Context: an optimization exercise on an open-source flow, tuned for small area. The choices shown serve that exercise and are no tape-out recipe. Function was checked by simulation only, so behaviour that the tests miss may differ from the original.

--- flow/constraint.sdc ---
create_clock -name core_clock -period 20.0 [get_ports {clk}]
set_input_delay 4.0000 -clock core_clock [delete_from_list [all_inputs] [get_ports {clk}]]
set_output_delay 4.0000 -clock core_clock [all_outputs]
set_load 0.01 [all_outputs]
--- flow/run.sh ---
#!/bin/bash
# synth_recipe.tcl (not shown) runs the flow's synth.tcl, then flattens the netlist and writes it again
# the make line also repeats each setting of config.mk as NAME=value (left out here)
make -C /OpenROAD-flow-scripts/flow DESIGN_CONFIG=/design/flow/config.mk WORK_HOME=/design/flow/orfs CLKGATE_MAP_FILE= SYNTH_SCRIPT=/design/flow/synth_recipe.tcl finish
--- flow/design.v ---
module tim_servo (
    input  wire        clk,
    input  wire        rst,
    input  wire [1:0]  mode,         
    input  wire        step_en,
    input  wire [5:0]  kp,           
    input  wire [5:0]  ki,           
    input  wire [31:0] step_thr,     
    input  wire [31:0] clamp_ppb,    
    input  wire [15:0] lock_thr,     
    input  wire [7:0]  lock_n,       
    input  wire [31:0] bias,         
    input  wire        freeze,       
    input  wire        no_step,      
    input  wire        inc_wr,
    input  wire [63:0] inc_wdata,
    input  wire        step_wr,
    input  wire [63:0] step_wdata,
    input  wire        sample_valid,
    input  wire [63:0] sample_off,
    output wire [31:0] tim_ns,
    output wire [31:0] tim_wrap,
    output wire [63:0] tim_inc,
    output wire        clamped,
    output wire        locked,
    output wire        evt_wrap,
    output wire        evt_step,
    output wire [31:0] step_count,
    output wire [31:0] step_rej,
    output wire [31:0] sample_count,
    output wire [31:0] last_step
);
    localparam [63:0] NOM = 64'h0000_0004_0000_0000;   
    localparam        LAT = 64;                        
    localparam [41:0] PPB_K = 42'd2361183241435;
    reg  [95:0] acc;           
    reg  [63:0] inc_q;
    reg         clamped_q;
    reg  [31:0] integ_q;       
    reg  [7:0]  run_q;
    reg         locked_q;
    reg         evt_wrap_q;
    reg         evt_step_q;
    reg  [31:0] step_count_q;
    reg  [31:0] step_rej_q;
    reg  [31:0] sample_count_q;
    reg  [31:0] last_step_q;
    reg         pend_q;
    reg  [6:0]  pcnt_q;
    reg  [63:0] soff_q;        
    wire manual   = (mode == 2'd0) || (mode == 2'd3);
    wire assisted = (mode == 2'd2);
    wire [60:0] clamp_prod  = clamp_ppb[18:0] * PPB_K;
    wire [23:0] clamp_units = clamp_prod[60:37];
    wire [63:0] inc_lo      = NOM - {40'd0, clamp_units};
    wire [63:0] inc_hi      = NOM + {40'd0, clamp_units};
    wire        wr_below  = inc_wdata < inc_lo;
    wire        wr_above  = inc_wdata > inc_hi;
    wire [63:0] wr_inc    = wr_below ? inc_lo : (wr_above ? inc_hi : inc_wdata);
    wire        off_neg  = soff_q[63];
    wire [63:0] off_abs  = off_neg ? (~soff_q + 64'd1) : soff_q;
    wire        sv_step  = (off_abs > {32'd0, step_thr}) && step_en && !(assisted && no_step);
    wire signed [65:0] integ_sum = $signed({{34{integ_q[31]}}, integ_q}) +
                                   $signed({{2{soff_q[63]}}, soff_q});
    wire        sat_hi   = (integ_sum > 66'sd2147483647);
    wire        sat_lo   = (integ_sum < -66'sd2147483648);
    wire [31:0] integ_sat = sat_hi ? 32'h7FFF_FFFF :
                            sat_lo ? 32'h8000_0000 : integ_sum[31:0];
    wire [31:0] integ_new = (assisted && freeze) ? integ_q : integ_sat;
    wire signed [95:0] p_wide = {soff_q, 32'd0};
    wire signed [95:0] p_term = p_wide >>> kp;
    wire signed [63:0] i_wide = {integ_new, 32'd0};
    wire signed [63:0] i_term = i_wide >>> ki;
    wire        bias_neg  = bias[31];
    wire [31:0] bias_abs  = bias_neg ? (~bias + 32'd1) : bias;
    wire [60:0] bias_prod = bias_abs[18:0] * PPB_K;
    wire [23:0] bias_mag  = bias_prod[60:37];
    wire signed [97:0] b_term = !assisted ? 98'sd0 :
                                bias_neg ? -$signed({74'd0, bias_mag}) :
                                            $signed({74'd0, bias_mag});
    wire signed [97:0] v_raw = $signed({34'd0, NOM})
                             - $signed({{2{p_term[95]}}, p_term})
                             - $signed({{34{i_term[63]}}, i_term})
                             + b_term;
    wire        v_below  = v_raw < $signed({34'd0, inc_lo});
    wire        v_above  = v_raw > $signed({34'd0, inc_hi});
    wire [63:0] sv_inc   = v_below ? inc_lo : (v_above ? inc_hi : v_raw[63:0]);
    wire        in_lock  = off_abs <= {48'd0, lock_thr};
    wire [7:0]  run_inc  = (run_q == 8'hFF) ? run_q : run_q + 8'd1;
    wire        apply    = pend_q && (pcnt_q == LAT[6:0]);
    wire        sv_apply = apply && !manual;
    wire        step_req   = step_wr || (sv_apply && sv_step);
    wire [63:0] step_delta = step_wr ? step_wdata : (~soff_q + 64'd1);
    wire signed [65:0] step_sum = $signed({2'b00, acc[95:32]}) +
                                  $signed({{2{step_delta[63]}}, step_delta});
    wire        step_neg   = step_sum[65];
    wire        step_ok    = step_req && !step_neg;
    wire [95:0] acc_next   = acc + {32'd0, inc_q} +
                             (step_ok ? {step_delta, 32'd0} : 96'd0);
    wire        d_pos_big  = !step_delta[63] && (step_delta[62:31] != 32'd0);
    wire        d_neg_big  = $signed(step_delta) < -64'sd2147483647;
    wire [31:0] step_sat   = d_pos_big ? 32'h7FFF_FFFF :
                             d_neg_big ? 32'h8000_0001 : step_delta[31:0];
    always @(posedge clk) begin
        if (rst) begin
            acc            <= 96'd0;
            inc_q          <= NOM;
            clamped_q      <= 1'b0;
            integ_q        <= 32'd0;
            run_q          <= 8'd0;
            locked_q       <= 1'b0;
            evt_wrap_q     <= 1'b0;
            evt_step_q     <= 1'b0;
            step_count_q   <= 32'd0;
            step_rej_q     <= 32'd0;
            sample_count_q <= 32'd0;
            last_step_q    <= 32'd0;
            pend_q         <= 1'b0;
            pcnt_q         <= 7'd0;
            soff_q         <= 64'd0;
        end else begin
            acc        <= acc_next;
            evt_wrap_q <= acc_next[95:64] > acc[95:64];
            evt_step_q <= step_ok;
            if (step_ok) begin
                if (step_count_q != 32'hFFFF_FFFF)
                    step_count_q <= step_count_q + 32'd1;
                last_step_q <= step_sat;
            end
            if (step_req && step_neg && step_rej_q != 32'hFFFF_FFFF)
                step_rej_q <= step_rej_q + 32'd1;
            if (inc_wr && manual) begin
                inc_q     <= wr_inc;
                clamped_q <= wr_below || wr_above;
            end
            if (sample_valid && !pend_q) begin
                soff_q <= sample_off;
                pend_q <= 1'b1;
                pcnt_q <= 7'd1;
                if (sample_count_q != 32'hFFFF_FFFF)
                    sample_count_q <= sample_count_q + 32'd1;
            end else if (pend_q) begin
                if (apply)
                    pend_q <= 1'b0;
                else
                    pcnt_q <= pcnt_q + 7'd1;
            end
            if (sv_apply) begin
                if (sv_step) begin
                    integ_q  <= 32'd0;
                    run_q    <= 8'd0;
                    locked_q <= 1'b0;
                end else begin
                    integ_q   <= integ_new;
                    inc_q     <= sv_inc;
                    clamped_q <= v_below || v_above;
                    if (in_lock) begin
                        run_q <= run_inc;
                        if (run_inc >= lock_n)
                            locked_q <= 1'b1;
                    end else begin
                        run_q    <= 8'd0;
                        locked_q <= 1'b0;
                    end
                end
            end
        end
    end
    assign tim_ns       = acc[63:32];
    assign tim_wrap     = acc[95:64];
    assign tim_inc      = inc_q;
    assign clamped      = clamped_q;
    assign locked       = locked_q;
    assign evt_wrap     = evt_wrap_q;
    assign evt_step     = evt_step_q;
    assign step_count   = step_count_q;
    assign step_rej     = step_rej_q;
    assign sample_count = sample_count_q;
    assign last_step    = last_step_q;
endmodule
--- flow/config.mk ---
export PLATFORM = sky130hd
export DESIGN_NAME = tim_servo
export DESIGN_NICKNAME = tim_servo
export VERILOG_FILES = /design/flow/design.v
export SDC_FILE = /design/flow/constraint.sdc
export NUM_CORES = 4
export LEC_CHECK = 0
export CAP_MARGIN = 20
export CORE_MARGIN = 2
export CORE_UTILIZATION = 40
export SLEW_MARGIN = 20
==> notes.md <==
what timing repair did:
action	4_1_cts	5_1_grt
setup buffers	0	1
endpoints found under the setup margin	0	36
resized for setup	0	24
placed cells by master (no fill, tap or decap), types with 75 or more instances in the layout:
cell type | Yosys | routed
dfxtp_1 | 404 | 403
nand4_1 | 193 | 193
nand3_1 | 149 | 149
inv_1 | 1128 | 1127
clkdlybuf4s50_1 | 0 | 559
o211ai_1 | 75 | 75
a21o_1 | 282 | 282
xor2_1 | 190 | 190
fa_1 | 611 | 611
or3_1 | 79 | 79
xnor2_1 | 278 | 275
nor2b_1 | 89 | 86
nor2_1 | 881 | 878
nor3_1 | 189 | 186
ha_1 | 1191 | 1191
and2_1 | 84 | 84
nor4_1 | 86 | 85
a21oi_1 | 721 | 720
o21a_1 | 86 | 86
buf_4 | 66 | 773
o21ai_0 | 607 | 606
a211oi_1 | 111 | 108
nand2_1 | 852 | 848
and3_1 | 117 | 117
mux2i_1 | 160 | 160
worst max-delay path by stage:
stage	to	slack, ns
after floorplan	inc_q[24]$_SDFF_PP0_	1.43
after global placement	inc_q[14]$_SDFF_PP0_	-0.37
after detailed placement	inc_q[21]$_SDFF_PP0_	-0.52
after CTS	inc_q[21]$_SDFF_PP0_	0.16
after global routing	inc_q[2]$_SDFF_PP0_	0.005
final	inc_q[11]$_SDFF_PP0_	0.57
per-stage QoR:
step / setup slack, ns / util (%) / std cells
5_1_grt: 0.00468 / 47.6 / 13773
6_report: 0.569 / 47.6 / 13778
2_1_floorplan: 1.43 / - / 10192
4_1_cts: 0.156 / 47.5 / 13765
3_5_place_dp: -0.523 / 46.6 / 13662
3_3_place_gp: -0.369 / 46.6 / 13662
layout make-up:
| class | count | area, sq um |
|---|---|---|
| Fill cell | 19930 | 105000 |
| Multi-Input combinational cell | 8122 | 66000 |
| Timing Repair Buffer | 1342 | 11500 |
| Sequential cell | 404 | 8090 |
| Inverter | 1139 | 4280 |
| Tap cell | 2656 | 3320 |
| Clock buffer | 70 | 1530 |
| Clock inverter | 33 | 382 |
| Antenna cell | 12 | 30.0 |
sequential cells by signal, indices dropped and copies added, names as in the netlist:
name and count:
step_count_q 32, clamped_q 1, evt_step_q 1, acc 96
integ_q 32, pend_q 1, last_step_q 32, run_q 8
inc_q 64, pcnt_q 7, sample_count_q 32, evt_wrap_q 1
locked_q 1, step_rej_q 32, soff_q 64
logic make-up (layout without fill, tap and decap cells):
logic type,after synthesis,after routing
xor+xnor,468,468
other cells,0,12
fa+ha+maj,1802,1802
mux,275,275
buf+inv,1666,2584
simple gates,2990,2990
compound gates,2587,2587
flops,404,404
layer usage:
layer | global-route usage (%) | routed length [um] | share of wire, % | up-vias
met5 | 0 | 44 | 0.012 | -
met4 | 15.7 | 19500 | 5.4 | 6
met3 | 7.10 | 31600 | 8.7 | 684
met2 | 53.7 | 157000 | 43 | 3531
met1 | 45.9 | 155000 | 43 | 39519
li1 | - | - | - | 37628
worst min-delay path, cell delays in order, from the launching register on:
cell     delay, ns
dfxtp_1       0.33
nand2_1       0.06
a21oi_1       0.05
==> flow_summary.ini <==
[yosys]
yosys_warnings = 1
synth_nets = 12328
synthTopCellsByArea = ha_1, fa_1, dfxtp_1
synth_edf_count = 0
ys_seq_area_share_pct = 10.1
synth_flop_cell = dfxtp_1
yosys-top-cells-count = ha_1, inv_1, nor2_1, nand2_1, a21oi_1
yosys.area.top_type = ha_1
synth_top_area_share_pct = 18.5
yosys.area_share.xor_xnor_pct = 5.10
syn-cell-area_sq_um = 80400
synth.distinct_cells = 118
syn_avg_cell_area_sq_um = 7.89
syn_inst = 10192
synth_fa_ha_area_share_pct = 33.7
synthMuxAreaShare_pct = 4.40
synth_top_family_by_area = adder cells
synthArstFlopShare_pct = 0
ys_ff_latch = 404
yosysMostFrequentCell = ha_1
yosys.area_share.simple_pct = 17.9
synth_compound_area_share_pct = 20.7

[worst_setup_path]
arrival_ns = 19.99
cp_num_buf_inv = 15
critical_path.startpoint = bias[4]
crit_top_cell = buf_4
r2r_start = soff_q[0]$_SDFFE_PP0P_
r2r-end = evt_wrap_q$_SDFF_PP0_
cp-end-kind = register
cp_slowest_stage_delay_ns = 0.65
start_kind = input pin
reg2reg_depth = 51
path_max_fanout = 4
cp_top_family = compound AO/OA/AOI/OAI gates
crit_type = input pin to register
critPathSlowestCell = a2111oi_0
critPathRequiredTime_ns = 20.56
r2r_slack_ns = 5.33
worstSetupPathDepth = 61

[global_routing]
grt_pass1_wl_um = 529000
grt_max_degree = 164
grt_pass1_vias = 79804
grt_usage_pct = 34.5
grt_overflow = 0
antenna_found_initial = 27

[clocking]
cts_max_path_buffers = 3
cts_tree = done
path_clk_slew_ns = 0.06
htree_levels = 2
cts_hold_buf = 0
clkSinkCount = 404
cts_made_buffers = 55
insertion_delay_ns = 0.74
root_buffer = clkbuf_16

[route]
firstDrtPassIters = 9
drc_errors = 0
vias_per_cell = 5.91
ant_nets = 0
avgRoutedWirePerCell_um = 26.4
routed_wl_um = 364000
drtIter0Drc = 8066
vias = 81368

[timing]
finalSetupViolCount = 0
worst_hold_slack_ns = 0.498
tns_ns = 0
hold_violations = 0
slew_headroom_pct = 8.29
max_freq_ghz = 0.0515
min_period_ns = 19.43
drv_slew = 0
post-route-period-util_pct = 97.2
rsz0062_at_grt = no
worstMarginPinSlew_ns = 1.38
skew_ns = 0.0491

[flow_run]
cap_violations = 0

[final_layout]
final_nets = 13200
final_area_sq_um = 95100
syn_to_final_growth_pct = 18.3
layout-drive-gt1-share_pct = 10.5

[floorplan]
die_y_um = 452
num_rows = 164
dieArea_sq_um = 205000
die_width_um = 452
start_util_pct = 40.2
io_pins = 594
fp.coreArea_sq_um = 200000

[placement]
gp_congestion = 1.03
place_area_sq_um = 93000
place.port_buffers = 568
hpwl_um = 307000

[outcome]
status = finished clean

[worst_hold_path]
hold_depth = 2
hold_start = sample_count_q[1]$_SDFFE_PP0P_
hold_path_end = sample_count_q[1]$_SDFFE_PP0P_
hold_path.class = register to register

==> what the ideal ports hide <==
In the flow no input, the clock included, has a driving cell. The finished layout below was timed again as built, in two steps.
Step 1 assumes that a clkbuf_16 drives the clock port and a buf_2 every other input.
Step 2 moves the port delays by t, midway between the first and last clock arrival at a register: inputs arrive t later, outputs are due t later. That takes back most of the time a late clock gives input paths.
Three values: ideal, step 1, step 2; two values: the first two.
t, ns: 0.808
setup WS [ns]: 0.569 / 0.625 / -0.184
worst register clock-pin slew, ns: 0.08 / 0.08
Met with ideal ports but missed after step 2: setup timing in this run. For this run, drivers alone change the setup slack by +0.056 ns; drivers and shift together by -0.753 ns.
